This design comes from an exercise in tuning for small area, a short achievable clock period and few clock cycles per item on the open sky130 flow, not from production work. Where RTL was checked, it was by simulation tests only, not by an equivalence proof against the original. No driver is modelled on the clock port, so clocking that relies on it looks cheaper here than on a real chip.

==> flow/design.v (excerpt) <==
module xu_aes (
    input  wire         clk,
    input  wire         rst,         
    input  wire         in_valid,
    output wire         in_ready,
    input  wire         in_key256,   
    input  wire [255:0] in_key,
    input  wire [127:0] in_block,
    output reg          out_valid,
    output wire [127:0] out_data
);
  function [7:0] xtime;
    input [7:0] b;
    xtime = {b[6:0], 1'b0} ^ (b[7] ? 8'h1b : 8'h00);
  endfunction
  localparam NC = 1;
  reg [NC-1:0] q_act;      
  reg [NC-1:0] q_k256;
  reg  [3:0]  q_rnd;       
  reg  [7:0]  q_rcon;
  reg         q_rot;       
  reg [127:0] q_state;
  reg [127:0] q_ka;        
  reg [127:0] q_kb;        
  reg  [31:0] q_kw;        
  reg         p_act;
  reg [NC-1:0] p_k256;
  reg  [3:0]  p_rnd;       
  reg [NC-1:0] p_last;     
  reg [NC-1:0] p_cont;     
  reg  [7:0]  p_rcon;
  reg         p_rot;
  reg [287:0] p_m;         
  reg  [71:0] p_km;        
  reg [127:0] p_kp;        
  reg [127:0] p_kb;
  reg [127:0] r_out;       
  assign out_data = r_out;
  genvar gi;
  wire order_ok = !q_act[0] || !q_k256[0] || (q_rnd >= 4'd4);
  reg  r_ready;
  assign in_ready = r_ready;
  wire       lastq0     = q_k256[0] ? (q_rnd == 4'd13) : (q_rnd == 4'd9);
  wire       p_cont_n   = q_act[0] && !lastq0;
  ...
Size: roughly 6000 cells after synthesis, about 1200 flip-flops, ~520 I/O pins.
clock: 10.0 ns
lec_check: 0
abc_clock_period_in_ps: 5000
cap_margin: 20
core_margin: 2
core_utilization: 50
cts_buf_list: sky130_fd_sc_hd__clkbuf_8
cts_cluster_size: 20
place_density: 0.6
setup_slack_margin: 5
slew_margin: 20
standard.sh (not shown) runs the stock make flow with config.mk's settings and CLKGATE_MAP_FILE= SYNTH_SCRIPT=/design/flow/synth_recipe.tcl, a recipe that flattens the netlist after the stock synthesis.
==> flow/flow/run.sh <==
#!/bin/bash
set -euo pipefail
W=$(pwd)
SETUP_MARGIN=6.5
cat > "$W/my_synth.tcl" <<EOT
proc abc {args} {
  set i [lsearch -exact \$args -script]
  if {\$i >= 0} { set args [lreplace \$args \$i [expr {\$i + 1}] -script $W/flow/abc_nf.script] }
  puts "abc with flow/abc_nf.script: \$args"
  yosys abc {*}\$args
}
source $W/synth_recipe.tcl
EOT
bash standard.sh SYNTH_SCRIPT="$W/my_synth.tcl" \
  BUFFER_PORTS_ARGS="-buffer_cell sky130_fd_sc_hd__buf_1" \
  SETUP_SLACK_MARGIN="$SETUP_MARGIN" finish > "$W/standard.log" 2>&1
==> flow/flow/abc_nf.script <==
strash
&get -n
&fraig -x
&put
scorr
dc2
dretime
strash
&get -n
&dch -f
&nf -R 10
&put
buffer -c
topo
stime -c
upsize -c
dnsize -c
The baseline went through all stages and came out clean.
Testbench counts at the start, summed over its fixed seeds: cycles 24,800, blocks 2,048.
==> next run, changes <==
CTS_BUF_LIST = default   (was sky130_fd_sc_hd__clkbuf_8)
CTS_CLUSTER_SIZE = default   (was 20)
Die area does not change.
Hold slack is better by 0.015 ns.
Synthesized area does not change.
==> next run, changes <==
CTS_BUF_LIST = sky130_fd_sc_hd__clkbuf_8   (was default)
CTS_CLUSTER_SIZE = 20   (was default)
After rerunning: First-iteration DRC count increases by a few percent; fmax increases by a few percent; sequential share of layout area barely changes; hold slack degrades by 0.015 ns; cell count increases slightly; setup slack improves by 0.13 ns; global-route usage barely changes; clock-buffer cell count increases by 62; sequential cell count stays the same; register-to-register slack improves by 0.13 ns.
==> next run, changes <==
--- a/flow/flow/run.sh
+++ b/flow/flow/run.sh
@@ -16 +16,3 @@
-  SETUP_SLACK_MARGIN="$SETUP_MARGIN" finish > "$W/standard.log" 2>&1
+  SETUP_SLACK_MARGIN="$SETUP_MARGIN" \
+  CTS_ARGS="-sink_clustering_enable -repair_clock_nets -buf_list sky130_fd_sc_hd__clkbuf_16 -sink_clustering_size 20 -sink_clustering_max_diameter 100 -dont_use_dummy_load" \
+  finish > "$W/standard.log" 2>&1
CTS_BUF_LIST = sky130_fd_sc_hd__clkbuf_16   (was sky130_fd_sc_hd__clkbuf_8)
CTS_CLUSTER_DIAMETER = 100   (was default)
What happened: First-iteration DRC count fell by 3.1%. Hold slack improves by 0.025 ns. Register-to-register slack degrades by 0.04 ns. Via count drops by 2.2%. Setup slack got worse by 0.035 ns. Cell count drops by 3.6%. Synthesized cell count does not change. Critical path depth fell by 1. Utilization goes down by 2.3 points.

========
Starting RTL as in the previous note.
==> flow/config.mk <==
export PLATFORM = sky130hd
export DESIGN_NAME = xu_aes
export DESIGN_NICKNAME = xu_aes
export VERILOG_FILES = /design/flow/design.v
export SDC_FILE = /design/flow/constraint.sdc
export NUM_CORES = 4
export LEC_CHECK = 0
export ABC_CLOCK_PERIOD_IN_PS = 5000
export CAP_MARGIN = 20
export CORE_MARGIN = 2
export CORE_UTILIZATION = 50
export CTS_BUF_LIST = sky130_fd_sc_hd__clkbuf_16
export CTS_CLUSTER_DIAMETER = 100
export CTS_CLUSTER_SIZE = 20
export PLACE_DENSITY = 0.6
export SETUP_SLACK_MARGIN = 5
export SLEW_MARGIN = 20
==> flow/constraint.sdc <==
create_clock -name core_clock -period 10.0 [get_ports {clk}]
set_input_delay 2.0000 -clock core_clock [delete_from_list [all_inputs] [get_ports {clk}]]
set_output_delay 2.0000 -clock core_clock [all_outputs]
set_load 0.01 [all_outputs]
==> flow/flow/run.sh <==
#!/bin/bash
set -euo pipefail
W=$(pwd)
SETUP_MARGIN=6.6
cat > "$W/my_synth.tcl" <<EOT
proc abc {args} {
  set i [lsearch -exact \$args -script]
  if {\$i >= 0} { set args [lreplace \$args \$i [expr {\$i + 1}] -script $W/flow/abc_nf.script] }
  puts "abc with flow/abc_nf.script: \$args"
  yosys abc {*}\$args
}
source $W/synth_recipe.tcl
EOT
bash standard.sh SYNTH_SCRIPT="$W/my_synth.tcl" \
  BUFFER_PORTS_ARGS="-buffer_cell sky130_fd_sc_hd__buf_1" \
  SETUP_SLACK_MARGIN="$SETUP_MARGIN" \
  CTS_ARGS="-sink_clustering_enable -repair_clock_nets -buf_list sky130_fd_sc_hd__clkbuf_16 -sink_clustering_size 20 -sink_clustering_max_diameter 100 -dont_use_dummy_load" \
  finish > "$W/standard.log" 2>&1
Scripts as last shown in full above: flow/flow/abc_nf.script
Testbench counts at the start, summed over its fixed seeds: cycles 24,800, blocks 2,048.
Next try:
--- a/flow/flow/run.sh
+++ b/flow/flow/run.sh
@@ -2,5 +2,5 @@
 set -euo pipefail
 W=$(pwd)
-SETUP_MARGIN=6.6
+SETUP_MARGIN=6.5
 cat > "$W/my_synth.tcl" <<EOT
 proc abc {args} {
- CTS_BUF_LIST: sky130_fd_sc_hd__clkbuf_16 -> sky130_fd_sc_hd__clkbuf_8
- CTS_CLUSTER_DIAMETER: 100 -> unset
Effect: Cell count drops by 0.50%; setup slack got worse by 0.055 ns; count of clock-buffer cells in the layout stays the same; cell area falls by 1.6%; clock skew is about the same; global-route usage is about the same; via count goes down by 0.54%; sequential share of layout area rose by 0.55 points; die area is unchanged; routed wire length went down by 0.64%.

========
## oak
xu_aes, a different RTL version from the one above (not shown whole).
For scale: ~5500 cells after synthesis, roughly 400 flip-flops, ~520 I/O pins, roughly 45000 sq um of cells after synthesis.
==> flow/design.v (excerpt) <==
module xu_aes (
    input  wire         clk,
    input  wire         rst,         
    input  wire         in_valid,
    output wire         in_ready,
    input  wire         in_key256,   
    input  wire [255:0] in_key,
    input  wire [127:0] in_block,
    output reg          out_valid,
    output wire [127:0] out_data
);
Settings: LEC_CHECK=0, ABC_CLOCK_PERIOD_IN_PS=5000, CAP_MARGIN=20, CORE_MARGIN=2, CORE_UTILIZATION=50, PLACE_DENSITY=0.6, SETUP_SLACK_MARGIN=4, SLEW_MARGIN=20; clock period 10.0 ns.
==> flow/flow/run.sh <==
#!/bin/bash
# Standard ORFS layout, with the same synthesis script as the standard synthesis except
# that abc maps the logic with flow/abc_nf.script (an &nf area-oriented mapping) in place of
# ORFS's abc script. Registers, flattening and renaming are exactly as the standard synthesis.
set -euo pipefail
W=$(pwd)
cat > "$W/my_synth.tcl" <<EOT
proc abc {args} {
  set i [lsearch -exact \$args -script]
  if {\$i >= 0} { set args [lreplace \$args \$i [expr {\$i + 1}] -script $W/flow/abc_nf.script] }
  puts "abc with flow/abc_nf.script: \$args"
  yosys abc {*}\$args
}
source $W/synth_recipe.tcl
EOT
bash standard.sh SYNTH_SCRIPT="$W/my_synth.tcl" finish > "$W/standard.log" 2>&1
==> flow/flow/abc_nf.script <==
strash
&get -n
&fraig -x
&put
scorr
dc2
dretime
strash
&get -n
&dch -f
&nf {D}
&put
buffer -c
topo
stime -c
upsize -c
dnsize -c
The inputs of pine differ from those of oak as listed below.
# oak
export LEC_CHECK = 0
export ABC_CLOCK_PERIOD_IN_PS = 5000
export CAP_MARGIN = 20
export CORE_MARGIN = 2
export CORE_UTILIZATION = 50
export PLACE_DENSITY = 0.6
export SETUP_SLACK_MARGIN = 4
export SLEW_MARGIN = 20
create_clock -name core_clock -period 10.0 [get_ports {clk}]
# pine
export LEC_CHECK = 0
export ABC_CLOCK_PERIOD_IN_PS = 5000
export CAP_MARGIN = 20
export CORE_MARGIN = 2
export CORE_UTILIZATION = 60
export PLACE_DENSITY = 0.7
export SETUP_SLACK_MARGIN = 5
export SLEW_MARGIN = 20
export TNS_END_PERCENT = 100
create_clock -name core_clock -period 10.0 [get_ports {clk}]
==> summary.txt <==
Seen in the log of pine: GRT-0232 during global routing, after which the run never completed.
As far as number of I/O pins goes, oak and pine are indistinguishable; the numbers are identical.
pine: post-placement cell area is about 2.3% higher than what oak reported.
On sum of net half-perimeters after detailed placement, pine does better than oak.
No run of this note included a check of the RTL's function; only the layout flow was run.

========
RTL: one of the versions met above, not the one the previous note started from.
Size: about 6,000 cells after synthesis, ~1,200 flip-flops.
export LEC_CHECK = 0
export ABC_CLOCK_PERIOD_IN_PS = 5000
export CAP_MARGIN = 20
export CORE_MARGIN = 2
export CORE_UTILIZATION = 50
export CTS_BUF_LIST = sky130_fd_sc_hd__clkbuf_8
export CTS_CLUSTER_SIZE = 20
export PLACE_DENSITY = 0.6
export SETUP_SLACK_MARGIN = 5
export SLEW_MARGIN = 20
create_clock -name core_clock -period 10.0 [get_ports {clk}]
==> flow/flow/run.sh <==
#!/bin/bash
set -euo pipefail
W=$(pwd)
SETUP_MARGIN=6.5
cat > "$W/my_synth.tcl" <<EOT
proc abc {args} {
  set i [lsearch -exact \$args -script]
  if {\$i >= 0} { set args [lreplace \$args \$i [expr {\$i + 1}] -script $W/flow/abc_nf.script] }
  puts "abc with flow/abc_nf.script: \$args"
  yosys abc {*}\$args
}
source $W/synth_recipe.tcl
EOT
bash standard.sh SYNTH_SCRIPT="$W/my_synth.tcl" \
  BUFFER_PORTS_ARGS="-buffer_cell sky130_fd_sc_hd__buf_1" \
  SETUP_SLACK_MARGIN="$SETUP_MARGIN" \
  CTS_ARGS="-sink_clustering_enable -repair_clock_nets -buf_list sky130_fd_sc_hd__clkbuf_8 -sink_clustering_size 20 -dont_use_dummy_load" \
  finish > "$W/standard.log" 2>&1
==> flow/flow/abc_nf.script <==
strash
&get -n
&fraig -x
&put
scorr
dc2
dretime
strash
&get -n
&dch -f
&nf -R 10
&put
buffer -c
topo
stime -c
upsize -c
dnsize -c
The first run went through all stages and came out clean.
Testbench counts at the start, summed over its fixed seeds: cycles 24,800, blocks 2,048.
Next try:
--- a/flow/flow/run.sh
+++ b/flow/flow/run.sh
@@ -16,3 +16 @@
-  SETUP_SLACK_MARGIN="$SETUP_MARGIN" \
-  CTS_ARGS="-sink_clustering_enable -repair_clock_nets -buf_list sky130_fd_sc_hd__clkbuf_8 -sink_clustering_size 20 -dont_use_dummy_load" \
-  finish > "$W/standard.log" 2>&1
+  SETUP_SLACK_MARGIN="$SETUP_MARGIN" finish > "$W/standard.log" 2>&1
- CTS_BUF_LIST: sky130_fd_sc_hd__clkbuf_8 -> sky130_fd_sc_hd__clkbuf_4 sky130_fd_sc_hd__clkbuf_8
Via count rises slightly.
Global-route usage barely changes.
Flip-flop and latch count stays the same.
Cell count rises by a few percent.
Design area rises by a few percent.
Worst setup slack degrades by 13 ps.
Non-clock buffer count falls by 1.
Worst hold slack improves by 44 ps.
Fmax falls slightly.
Next try:
--- a/flow/flow/run.sh
+++ b/flow/flow/run.sh
@@ -4 +4 @@
-SETUP_MARGIN=6.5
+SETUP_MARGIN=6.4
@@ -16 +16,3 @@
-  SETUP_SLACK_MARGIN="$SETUP_MARGIN" finish > "$W/standard.log" 2>&1
+  SETUP_SLACK_MARGIN="$SETUP_MARGIN" \
+  CTS_ARGS="-sink_clustering_enable -repair_clock_nets -buf_list sky130_fd_sc_hd__clkbuf_16 -sink_clustering_size 20 -sink_clustering_max_diameter 100 -dont_use_dummy_load" \
+  finish > "$W/standard.log" 2>&1
- CTS_BUF_LIST: sky130_fd_sc_hd__clkbuf_4 sky130_fd_sc_hd__clkbuf_8 -> sky130_fd_sc_hd__clkbuf_16
- CTS_CLUSTER_DIAMETER: default -> 100
The new run passed the timing, DRC and antenna checks.
Hold slack improves by 25 ps.
Via count falls by about 3.2%.
Clock-buffer cell count falls by 232.
Wire length falls by 1.6%.
Worst setup slack degrades by 160 ps.
Non-clock buffer count falls by 23.
Sequential cell count is unchanged.
Next try:
--- a/flow/flow/run.sh
+++ b/flow/flow/run.sh
@@ -4 +4 @@
-SETUP_MARGIN=6.4
+SETUP_MARGIN=6.5
@@ -17 +17 @@
-  CTS_ARGS="-sink_clustering_enable -repair_clock_nets -buf_list sky130_fd_sc_hd__clkbuf_16 -sink_clustering_size 20 -sink_clustering_max_diameter 100 -dont_use_dummy_load" \
+  CTS_ARGS="-sink_clustering_enable -repair_clock_nets -buf_list sky130_fd_sc_hd__clkbuf_8 -sink_clustering_size 12 -sink_clustering_max_diameter 100 -dont_use_dummy_load" \
- CTS_BUF_LIST: sky130_fd_sc_hd__clkbuf_16 -> sky130_fd_sc_hd__clkbuf_8
- CTS_CLUSTER_DIAMETER: 100 -> default
Outcome: First-iteration DRC count came out lower by 3.2%; routed wire length came out higher by 0.60%; final area came out higher by 0.50%; synthesized cell count is unchanged.

========
## v56
xu_aes, a different RTL version from the one above (not shown whole).
Size in the first run: ~6400 cells after synthesis, roughly 1200 flip-flops, ~60000 µm² of cells after synthesis.
==> flow/config.mk <==
export PLATFORM = sky130hd
export DESIGN_NAME = xu_aes
export DESIGN_NICKNAME = xu_aes
export VERILOG_FILES = /design/flow/design.v
export SDC_FILE = /design/flow/constraint.sdc
export NUM_CORES = 4
export LEC_CHECK = 0
export ABC_CLOCK_PERIOD_IN_PS = 5000
export CAP_MARGIN = 20
export CORE_MARGIN = 2
export CORE_UTILIZATION = 50
export PLACE_DENSITY = 0.6
export SETUP_SLACK_MARGIN = 5
export SLEW_MARGIN = 20
==> flow/constraint.sdc <==
create_clock -name core_clock -period 10.0 [get_ports {clk}]
set_input_delay 2.0000 -clock core_clock [delete_from_list [all_inputs] [get_ports {clk}]]
set_output_delay 2.0000 -clock core_clock [all_outputs]
set_load 0.01 [all_outputs]
==> flow/flow/run.sh <==
#!/bin/bash
set -euo pipefail
W=$(pwd)
SETUP_MARGIN=6.5
cat > "$W/my_synth.tcl" <<EOT
proc abc {args} {
  set i [lsearch -exact \$args -script]
  if {\$i >= 0} { set args [lreplace \$args \$i [expr {\$i + 1}] -script $W/flow/abc_nf.script] }
  puts "abc with flow/abc_nf.script: \$args"
  yosys abc {*}\$args
}
source $W/synth_recipe.tcl
EOT
bash standard.sh SYNTH_SCRIPT="$W/my_synth.tcl" \
  BUFFER_PORTS_ARGS="-buffer_cell sky130_fd_sc_hd__buf_1" \
  SETUP_SLACK_MARGIN="$SETUP_MARGIN" finish > "$W/standard.log" 2>&1
Scripts as last shown in full above: flow/flow/abc_nf.script
Changes in v22 relative to v56:
--- a/flow/flow/run.sh
+++ b/flow/flow/run.sh
@@ -2,5 +2,5 @@
 set -euo pipefail
 W=$(pwd)
-SETUP_MARGIN=6.5
+SETUP_MARGIN=7.2
 cat > "$W/my_synth.tcl" <<EOT
 proc abc {args} {
==> summary.txt <==
Relative to v56, signed area change from the synthesized netlist to the final layout increased by 38 points in v22.
NOTE: cell area in v22 exceeds that of v56
From v56 to v22, number of library cell types mapped by synthesis did not move at all.
Setup WNS v56 -> v22: better
Between v22 and v56, it is v22 whose sequential share of cell area is lower, by 7.4 points.
v56 → v22: first-iteration DRC count increased 832; sum of routed wire segments on met1 picked up an extra 5600 µm; fraction of area in multi-input gates higher.
Compared to v56, the routing of v22 uses more wire.
Modified inputs, v55 compared to v22
Settings: putting CTS_BUF_LIST at sky130_fd_sc_hd__clkbuf_8 where nothing was set; putting CTS_CLUSTER_SIZE at 20 where nothing was set.
--- a/flow/flow/run.sh
+++ b/flow/flow/run.sh
@@ -2,5 +2,5 @@
 set -euo pipefail
 W=$(pwd)
-SETUP_MARGIN=7.2
+SETUP_MARGIN=6.5
 cat > "$W/my_synth.tcl" <<EOT
 proc abc {args} {
### Flow results
v55 vs v22 — number of nets in the finished design dropped 11%.
Diff v22 -> v55: cell area after placement has decreased, count of filler cells inserted in the layout has increased, vias after detailed routing has decreased.
Edits applied to the flow inputs when going from v55 to v35:
Settings: CTS_CLUSTER_SIZE: 20 -> unset; CTS_BUF_LIST: sky130_fd_sc_hd__clkbuf_8 -> unset.
--- a/flow/flow/abc_nf.script
+++ b/flow/flow/abc_nf.script
@@ -9,5 +9,5 @@
 &get -n
 &dch -f
-&nf -R 10
+&nf -R 20
 &put
 buffer -c
Results
- Going from v55 to v35, cell count of the worst reg-to-reg path grows by 1.
- Total number of multi-input combinational cells, v35 vs v55: up slightly
- First-pass detailed-route iteration total, v35 and v55: lower on v35
- In the tables for v35 and v55, compound-cell area share of the yosys netlist reads lower with v35.
Function was not checked in any run of this note: the RTL went through the layout flow alone.

-- re-timing with driven ports --
How much do the figures lean on ideal ports? The routed layouts below were timed once more, with nothing changed but the port constraints. Step 1 sets driving cells, clkbuf_16 on the clock port and buf_2 on the other inputs (assumed; they add their load-dependent delay and slew). Step 2 also shifts input and output timing later by t, the mid clock arrival at the registers, as if the neighbouring blocks saw the same clock. a / b / c = no drivers / after step 1 / after step 2; a / b = the first two.
| run | t (ns) | setup WS [ns] | hold slack, ns | slew at the worst register clock pin (ns) |
|---|---|---|---|---|
| the first run of note 1 | 0.955 | 6.530 / 6.485 / 6.246 | 0.298 / 0.298 / 0.298 | 0.07 / 0.07 |
| the second run of note 1 | 0.829 | 6.400 / 6.400 / 6.247 | 0.312 / 0.312 / 0.312 | 0.07 / 0.07 |
| the third run of note 1 | 0.955 | 6.530 / 6.485 / 6.246 | 0.298 / 0.298 / 0.298 | 0.07 / 0.07 |
| the fourth run of note 1 | 0.724 | 6.495 / 6.495 / 6.300 | 0.322 / 0.322 / 0.322 | 0.09 / 0.09 |
| the first run of note 2 | 0.722 | 6.550 / 6.550 / 6.270 | 0.321 / 0.321 / 0.321 | 0.09 / 0.09 |
| the second run of note 2 | 0.724 | 6.495 / 6.495 / 6.300 | 0.322 / 0.322 / 0.322 | 0.09 / 0.09 |
| oak | 0.688 | 3.839 / 3.839 / 3.839 | 0.423 / 0.423 / 0.423 | 0.07 / 0.07 |
| the first run of note 4 | 0.925 | 6.538 / 6.474 / 6.201 | 0.256 / 0.256 / 0.256 | 0.07 / 0.07 |
| the second run of note 4 | 0.958 | 6.525 / 6.471 / 6.235 | 0.301 / 0.301 / 0.301 | 0.07 / 0.07 |
| the third run of note 4 | 0.722 | 6.365 / 6.365 / 6.268 | 0.325 / 0.325 / 0.325 | 0.09 / 0.09 |
| the fourth run of note 4 | 0.865 | 6.411 / 6.411 / 6.237 | 0.309 / 0.309 / 0.309 | 0.10 / 0.10 |
| v56 | 0.818 | 6.456 / 6.439 / 6.310 | 0.312 / 0.312 / 0.312 | 0.07 / 0.07 |
| v22 | 0.853 | 6.689 / 6.607 / 6.510 | 0.310 / 0.310 / 0.310 | 0.07 / 0.07 |
| v55 | 0.990 | 6.543 / 6.475 / 6.317 | 0.294 / 0.294 / 0.294 | 0.07 / 0.07 |
| v35 | 0.817 | 6.525 / 6.450 / 6.337 | 0.312 / 0.312 / 0.312 | 0.07 / 0.07 |
After both steps setup and hold are still met in every run listed. For the first run of note 4, which loses most, drivers alone change the setup slack by -0.064 ns; drivers and shift together by -0.337 ns.
